Background: an optimization exercise with open tools, aiming at small area, a short achievable clock period and few clock cycles. Do not read the settings as production practice. The RTL was checked by simulation tests, not by an equivalence proof against the original design.

// audit_hash
module audit_hash (
    input  wire         clk,
    input  wire         rst,
    input  wire         in_valid,
    output wire         in_ready,
    input  wire [63:0]  in_data,
    output reg          out_valid,
    output wire [255:0] out_hash
);
For scale: about 4,700 cells after synthesis, about 330 I/O pins, about 49,000 µm² of cells after synthesis.
clock: 10.0 ns
lec_check: 0
abc_clock_period_in_ps: 3000
cap_margin: 20
core_margin: 2
core_utilization: 40
cts_buf_list: sky130_fd_sc_hd__clkbuf_4 sky130_fd_sc_hd__clkbuf_8
place_density: 0.6
setup_slack_margin: 5
slew_margin: 20
standard.sh (not shown) runs the stock make flow with config.mk's settings and CLKGATE_MAP_FILE= SYNTH_SCRIPT=/design/flow/synth_recipe.tcl, a recipe that flattens the netlist after the stock synthesis.
==> flow/flow/run.sh <==
#!/bin/bash
# The standard layout (standard synthesis and ORFS steps unchanged); every
# input and output port still gets its own buffer, but a small buffer cell.
set -euo pipefail
bash standard.sh "BUFFER_PORTS_ARGS=-buffer_cell sky130_fd_sc_hd__buf_1" finish > standard_flow.log 2>&1
The first run completed with no timing, DRC or antenna violations.
Testbench counts at the start, summed over its fixed seeds: cycles 106,048.
==> next run, changes <==
==> flow/flow/run.sh (replaced) <==
#!/bin/bash
set -euo pipefail
bash standard.sh SETUP_SLACK_MARGIN=6.5 finish > standard_flow.log 2>&1
Settings changed: CTS_BUF_LIST sky130_fd_sc_hd__clkbuf_4 sky130_fd_sc_hd__clkbuf_8 to unset, SETUP_SLACK_MARGIN 5 to unset.
First-iteration DRC count increases by 0.38%.
Wire length rose by 11%.
Die area stays the same.
Setup slack gains 0.019 ns.
==> next run, changes <==
==> flow/run.sh (new file) <==
#!/bin/bash
# synth_recipe.tcl (not shown) runs the flow's synth.tcl, then flattens the netlist and writes it again
# the make line also repeats each setting of config.mk as NAME=value (left out here)
make -C /OpenROAD-flow-scripts/flow DESIGN_CONFIG=/design/flow/config.mk WORK_HOME=/design/flow/orfs CLKGATE_MAP_FILE= SYNTH_SCRIPT=/design/flow/synth_recipe.tcl finish
Settings changed: ABC_AREA set to 1, ABC_CLOCK_PERIOD_IN_PS 3000 to unset, SETUP_SLACK_MARGIN set to 5.
removed: flow/flow/run.sh
removed: flow/standard.sh
The changed run ran to the end with no violations. Final area goes down by 6.3%. First-iteration DRC count goes up by 2.0%. Die area goes up by about 7%. Wire length goes up by 10%. Area after synthesis goes up by about 7%.
==> next run, changes <==
Settings changed: ABC_AREA 1 to unset, ABC_CLOCK_PERIOD_IN_PS set to 3000, CORE_UTILIZATION 40 to 65, PLACE_DENSITY 0.6 to 0.75.
Non-clock buffer count increases by 60.
Register-to-register slack got worse by 0.37 ns.
Utilization rose by 30 points.
First-iteration DRC count came out higher by 21%.
Global-route usage grows by 14 points.
Area after synthesis went down by 6.4%.

---

The RTL this note starts from:
==> flow/design.v <==
module audit_hash (
    input  wire         clk,
    input  wire         rst,
    input  wire         in_valid,
    output wire         in_ready,
    input  wire [63:0]  in_data,
    output reg          out_valid,
    output wire [255:0] out_hash
);
    localparam [31:0] IV0 = 32'h6a09e667, IV1 = 32'hbb67ae85, IV2 = 32'h3c6ef372, IV3 = 32'ha54ff53a,
                      IV4 = 32'h510e527f, IV5 = 32'h9b05688c, IV6 = 32'h1f83d9ab, IV7 = 32'h5be0cd19;
    reg         st;          
    reg  [6:0]  t;           
    reg         first;       
    reg  [2:0]  wc;          
    reg         hiok;        
    reg  [3:0]  pos;         
    reg         rounds;      
    reg         late;        
    reg         ffw;         
    reg         sw1;         
    reg  [2:0]  m;           
    reg         byp;         
    reg         ivld;        
    reg         push_hi;     
    reg         pad;         
    reg  [31:0] a, b, c, d, e, f, g, hk;
    reg  [31:0] w [0:15];
    reg  [31:0] ha [0:3];
    reg  [31:0] he [0:3];
    reg  [63:0] ibuf;
    reg         bfull;
    wire       push_lo = hiok;
    assign in_ready = ~bfull | hiok;
    wire       take = in_ready & in_valid;
    reg [31:0] k_t;
    always @(*) begin
        if (t[6]) k_t = 32'h428a2f98;
        else case (t[5:0])
            6'd0: k_t = 32'h71374491;
            6'd1: k_t = 32'hb5c0fbcf;
            6'd2: k_t = 32'he9b5dba5;
            6'd3: k_t = 32'h3956c25b;
            6'd4: k_t = 32'h59f111f1;
            6'd5: k_t = 32'h923f82a4;
            6'd6: k_t = 32'hab1c5ed5;
            6'd7: k_t = 32'hd807aa98;
            6'd8: k_t = 32'h12835b01;
            6'd9: k_t = 32'h243185be;
            6'd10: k_t = 32'h550c7dc3;
            6'd11: k_t = 32'h72be5d74;
            6'd12: k_t = 32'h80deb1fe;
            6'd13: k_t = 32'h9bdc06a7;
            6'd14: k_t = 32'hc19bf174;
            6'd15: k_t = 32'he49b69c1;
            6'd16: k_t = 32'hefbe4786;
            6'd17: k_t = 32'h0fc19dc6;
            6'd18: k_t = 32'h240ca1cc;
            6'd19: k_t = 32'h2de92c6f;
            6'd20: k_t = 32'h4a7484aa;
            6'd21: k_t = 32'h5cb0a9dc;
            6'd22: k_t = 32'h76f988da;
            6'd23: k_t = 32'h983e5152;
            6'd24: k_t = 32'ha831c66d;
            6'd25: k_t = 32'hb00327c8;
            6'd26: k_t = 32'hbf597fc7;
            6'd27: k_t = 32'hc6e00bf3;
            6'd28: k_t = 32'hd5a79147;
            6'd29: k_t = 32'h06ca6351;
            6'd30: k_t = 32'h14292967;
            6'd31: k_t = 32'h27b70a85;
            6'd32: k_t = 32'h2e1b2138;
            6'd33: k_t = 32'h4d2c6dfc;
            6'd34: k_t = 32'h53380d13;
            6'd35: k_t = 32'h650a7354;
            6'd36: k_t = 32'h766a0abb;
            6'd37: k_t = 32'h81c2c92e;
            6'd38: k_t = 32'h92722c85;
            6'd39: k_t = 32'ha2bfe8a1;
            6'd40: k_t = 32'ha81a664b;
            6'd41: k_t = 32'hc24b8b70;
            6'd42: k_t = 32'hc76c51a3;
            6'd43: k_t = 32'hd192e819;
            6'd44: k_t = 32'hd6990624;
            6'd45: k_t = 32'hf40e3585;
            6'd46: k_t = 32'h106aa070;
            6'd47: k_t = 32'h19a4c116;
            6'd48: k_t = 32'h1e376c08;
            6'd49: k_t = 32'h2748774c;
            6'd50: k_t = 32'h34b0bcb5;
            6'd51: k_t = 32'h391c0cb3;
            6'd52: k_t = 32'h4ed8aa4a;
            6'd53: k_t = 32'h5b9cca4f;
            6'd54: k_t = 32'h682e6ff3;
            6'd55: k_t = 32'h748f82ee;
            6'd56: k_t = 32'h78a5636f;
            6'd57: k_t = 32'h84c87814;
            6'd58: k_t = 32'h8cc70208;
            6'd59: k_t = 32'h90befffa;
            6'd60: k_t = 32'ha4506ceb;
            6'd61: k_t = 32'hbef9a3f7;
            6'd62: k_t = 32'hc67178f2;
            6'd63: k_t = 32'h428a2f98;
            default: k_t = 32'h0;
        endcase
    end
    wire [31:0] s1  = {e[5:0], e[31:6]} ^ {e[10:0], e[31:11]} ^ {e[24:0], e[31:25]};
    wire [31:0] ch  = (e & f) ^ (~e & g);
    wire [31:0] s0  = {a[1:0], a[31:2]} ^ {a[12:0], a[31:13]} ^ {a[21:0], a[31:22]};
    wire [31:0] maj = (a & b) ^ (a & c) ^ (b & c);
    wire [31:0] t1s = hk ^ s1 ^ ch;
    wire [31:0] t1c = {(hk[30:0] & s1[30:0]) | (hk[30:0] & ch[30:0]) | (s1[30:0] & ch[30:0]), 1'b0};
    wire [31:0] es  = t1s ^ t1c ^ d;
    wire [31:0] ec  = {(t1s[30:0] & t1c[30:0]) | (t1s[30:0] & d[30:0]) | (t1c[30:0] & d[30:0]), 1'b0};
    wire [31:0] as1 = t1s ^ t1c ^ s0;
    wire [31:0] ac1 = {(t1s[30:0] & t1c[30:0]) | (t1s[30:0] & s0[30:0]) | (t1c[30:0] & s0[30:0]), 1'b0};
    wire [31:0] as2 = as1 ^ ac1 ^ maj;
    wire [31:0] ac2 = {(as1[30:0] & ac1[30:0]) | (as1[30:0] & maj[30:0]) | (ac1[30:0] & maj[30:0]), 1'b0};
    wire [31:0] a_new = as2 + ac2;
    wire [31:0] e_new = es + ec;
    wire [31:0] ls0 = {w[1][6:0], w[1][31:7]} ^ {w[1][17:0], w[1][31:18]} ^ (w[1] >> 3);
    wire [31:0] ls1 = {w[14][16:0], w[14][31:17]} ^ {w[14][18:0], w[14][31:19]} ^ (w[14] >> 10);
    wire [31:0] w_new = ls1 + w[9] + ls0 + w[0];
    wire [31:0] hk_next = g + k_t + w[1];
    reg  [31:0] iva, ive;        
    reg  [31:0] lda, lde;        
    always @(*) begin
        case (t[1:0])
            2'd3: begin iva = IV3; ive = IV7; end
            2'd0: begin iva = IV2; ive = IV6; end
            2'd1: begin iva = IV1; ive = IV5; end
            default: begin iva = IV0; ive = IV4; end
        endcase
        case (t[1:0])
            2'd0: begin lda = IV3; lde = IV7; end
            2'd1: begin lda = IV2; lde = IV6; end
            2'd2: begin lda = IV1; lde = IV5; end
            default: begin lda = IV0; lde = IV4; end
        endcase
    end
    wire [31:0] suma = c + ha[0];
    wire [31:0] sume = g + he[0];
    wire [31:0] hw  = first ? 32'd0 : byp ? suma :
                      m[2] ? (m[0] ? he[2] : he[0]) : (m[0] ? ha[2] : ha[0]);
    reg  [1:0]  padk;        
    wire [31:0] padw = {padk[0], 21'd0, padk[1], padk[1], 8'd0};
    wire [31:0] w15 = (rounds & ~late) ? w_new :
                      push_hi ? ibuf[63:32] :
                      push_lo ? ibuf[31:0] :
                      pad     ? padw : w[0];
    assign out_hash = {ha[3], ha[2], ha[1], ha[0], he[3], he[2], he[1], he[0]};
    wire [2:0] wc_next = push_lo ? wc + 3'd1 : wc;
    wire go2 = ~st & t[6] & (t[3:0] == 4'd3) & ~wc[2];             
    wire go1 = st & t[6] & (t[3:0] == 4'd3) & wc_next[2];          
    wire go  = go1 | go2;
    wire       st_n    = go ? ~st : st;
    wire [6:0] t_n     = go ? 7'd0 :
                         {(t[3:0] == 4'd15 && t[6:4] != 3'd5) ? t[6:4] + 3'd1 : t[6:4], t[3:0] + 4'd1};
    wire [3:0] pos_n   = go ? 4'd12 : pos + 4'd1;
    wire       bfull_n = take | (bfull & ~push_lo);
    wire       hiok_n  = push_hi;
    wire       late_n  = t_n[6] | (t_n[5] & t_n[4]);
    integer i;
    always @(posedge clk) begin
        b <= a; c <= b; d <= c;
        f <= e; g <= f;
        hk <= hk_next;
        if (rounds) begin
            a <= a_new;
            e <= e_new;
        end else if (~st) begin
            a <= ha[3];
            e <= he[3];
        end else begin
            a <= lda;
            e <= lde;
        end
        for (i = 0; i < 15; i = i + 1)
            if (i != 1) w[i] <= w[i + 1];
        w[1]  <= sw1 ? hw : w[2];
        w[15] <= w15;
        for (i = 0; i < 3; i = i + 1) begin
            ha[i] <= ha[i + 1];
            he[i] <= he[i + 1];
        end
        ha[3] <= ffw ? suma : ivld ? iva : ha[0];
        he[3] <= ffw ? sume : ivld ? ive : he[0];
        if (take)
            ibuf <= in_data;
        if (rst) begin
            bfull     <= 1'b0;
            st        <= 1'b1;
            t         <= 7'd58;
            pos       <= 4'd6;
            rounds    <= 1'b1;
            late      <= 1'b1;
            ffw       <= 1'b0;
            sw1       <= 1'b0;
            m         <= 3'd0;
            byp       <= 1'b0;
            ivld      <= 1'b0;
            push_hi   <= 1'b0;
            pad       <= 1'b0;
            padk      <= 2'd0;
            first     <= 1'b1;
            wc        <= 3'd0;
            hiok      <= 1'b0;
            out_valid <= 1'b0;
        end else begin
            hiok      <= hiok_n;
            bfull     <= bfull_n;
            wc        <= wc_next;
            out_valid <= st & (t == 7'd66) & ~first;
            if (~st & (t == 7'd5))
                first <= 1'b0;
            st        <= st_n;
            t         <= t_n;
            pos       <= pos_n;
            rounds    <= ~t_n[6];
            late      <= late_n;
            ffw       <= (t_n >= 7'd63) & (t_n <= 7'd66);
            sw1       <= st_n ? (t_n[6] & (t_n[3:1] == 3'b001)) : (t_n[6:1] < 6'd3);
            m         <= st_n ? {2'b00, t_n[0]} : t_n[2:0] + 3'd2;
            byp       <= st_n & (t_n == 7'd66);
            ivld      <= ~st_n & (t_n >= 7'd8) & (t_n <= 7'd62);
            push_hi   <= bfull_n & ~hiok_n & late_n & (wc_next[2] == ~st_n) &
                         (pos_n == {st_n, wc_next[1:0], 1'b0});
            pad       <= ~st_n & late_n & pos_n[3];
            padk      <= {pos_n == 4'd15, pos_n == 4'd8};
        end
    end
endmodule
export LEC_CHECK = 0
export CAP_MARGIN = 20
export CORE_MARGIN = 2
export CORE_UTILIZATION = 40
export CTS_CLUSTER_DIAMETER = 110
export CTS_CLUSTER_SIZE = 22
export PLACE_DENSITY = 0.6
export SLEW_MARGIN = 20
create_clock -name core_clock -period 10.0 [get_ports {clk}]
==> flow/flow/run.sh <==
#!/bin/bash
set -euo pipefail
bash standard.sh "BUFFER_PORTS_ARGS=-buffer_cell sky130_fd_sc_hd__buf_1" SETUP_SLACK_MARGIN=5.3 finish > standard_flow.log 2>&1
The first run completed with no timing, DRC or antenna violations.
Testbench counts at the start, summed over its fixed seeds: cycles 104,520.
Then changed:
==> flow/flow/run.sh (replaced) <==
#!/bin/bash
set -euo pipefail
bash standard.sh "BUFFER_PORTS_ARGS=-buffer_cell sky130_fd_sc_hd__buf_1" SETUP_SLACK_MARGIN=5.5 finish > standard_flow.log 2>&1
- CORE_UTILIZATION: 40 -> 55
- PLACE_DENSITY: 0.6 -> 0.7
- critical path depth shrinks by 1
- global-route usage grows by 8.7 points
- die area shrinks by about 27%
- area after synthesis stays the same
- routed wire length shrinks by 4.8%
Then changed:
==> flow/flow/run.sh (replaced) <==
#!/bin/bash
# The standard layout (standard synthesis and ORFS steps unchanged); every
# input and output port still gets its own buffer, but a small buffer cell.
set -euo pipefail
bash standard.sh "BUFFER_PORTS_ARGS=-buffer_cell sky130_fd_sc_hd__buf_1" finish > standard_flow.log 2>&1
- CORE_UTILIZATION: 55 -> 40
- PLACE_DENSITY: 0.7 -> 0.6
- SETUP_SLACK_MARGIN: not set -> 5
Result: Die area rose by well over a third; maximum frequency fell by a few percent; worst setup slack gets worse by 0.31 ns.
Then changed:
==> flow/flow/run.sh (replaced) <==
#!/bin/bash
set -euo pipefail
bash standard.sh "BUFFER_PORTS_ARGS=-buffer_cell sky130_fd_sc_hd__buf_1" SETUP_SLACK_MARGIN=5.5 finish > standard_flow.log 2>&1
- CORE_UTILIZATION: 40 -> 60
- CTS_BUF_LIST: not set -> sky130_fd_sc_hd__clkbuf_8 sky130_fd_sc_hd__clkbuf_16
- CTS_CLUSTER_DIAMETER: 110 -> 100
- PLACE_DENSITY: 0.6 -> 0.75
- SETUP_SLACK_MARGIN: 5 -> not set
Outcome: The changed run completed without violations. Wire length went down by about 7%. Synthesized area stays the same. Final area hardly moves. Via count went up by about 2.3%. Setup slack improves by 0.29 ns. Cell count went down by about 8%. Synthesized cell count stays the same. Die area went down by 33%.

afterwards: timing with drivers on the ports:
How much do the figures lean on ideal ports? The routed layouts below were timed once more, with nothing changed but the port constraints. Step 1 sets driving cells, clkbuf_16 on the clock port and buf_2 on the other inputs (assumed; they add their load-dependent delay and slew). Step 2 also shifts input and output timing later by t, the mid clock arrival at the registers, as if the neighbouring blocks saw the same clock. a / b / c = no drivers / after step 1 / after step 2; a / b = the first two.
| run | t (ns) | slack for setup (ns) | latest minus earliest clock arrival (ns) |
|---|---|---|---|
| the first run of note 1 | 0.973 | 5.034 / 5.034 / 4.793 | 0.064 / 0.064 |
| the second run of note 1 | 0.826 | 5.053 / 5.053 / 5.053 | 0.071 / 0.071 |
| the third run of note 1 | 0.814 | 5.154 / 5.154 / 4.499 | 0.096 / 0.096 |
| the fourth run of note 1 | 0.764 | 4.784 / 4.784 / 4.396 | 0.089 / 0.089 |
| the first run of note 2 | 0.782 | 5.261 / 5.261 / 4.939 | 0.066 / 0.066 |
| the second run of note 2 | 0.764 | 5.328 / 5.328 / 4.946 | 0.055 / 0.055 |
| the third run of note 2 | 0.785 | 5.018 / 5.018 / 4.892 | 0.066 / 0.066 |
| the fourth run of note 2 | 0.746 | 5.311 / 5.311 / 5.112 | 0.021 / 0.021 |
After both steps every run listed still meets setup and hold. The setup slack of the third run of note 1, which loses most, moves by 0.000 ns with the drivers and by -0.655 ns with both steps.
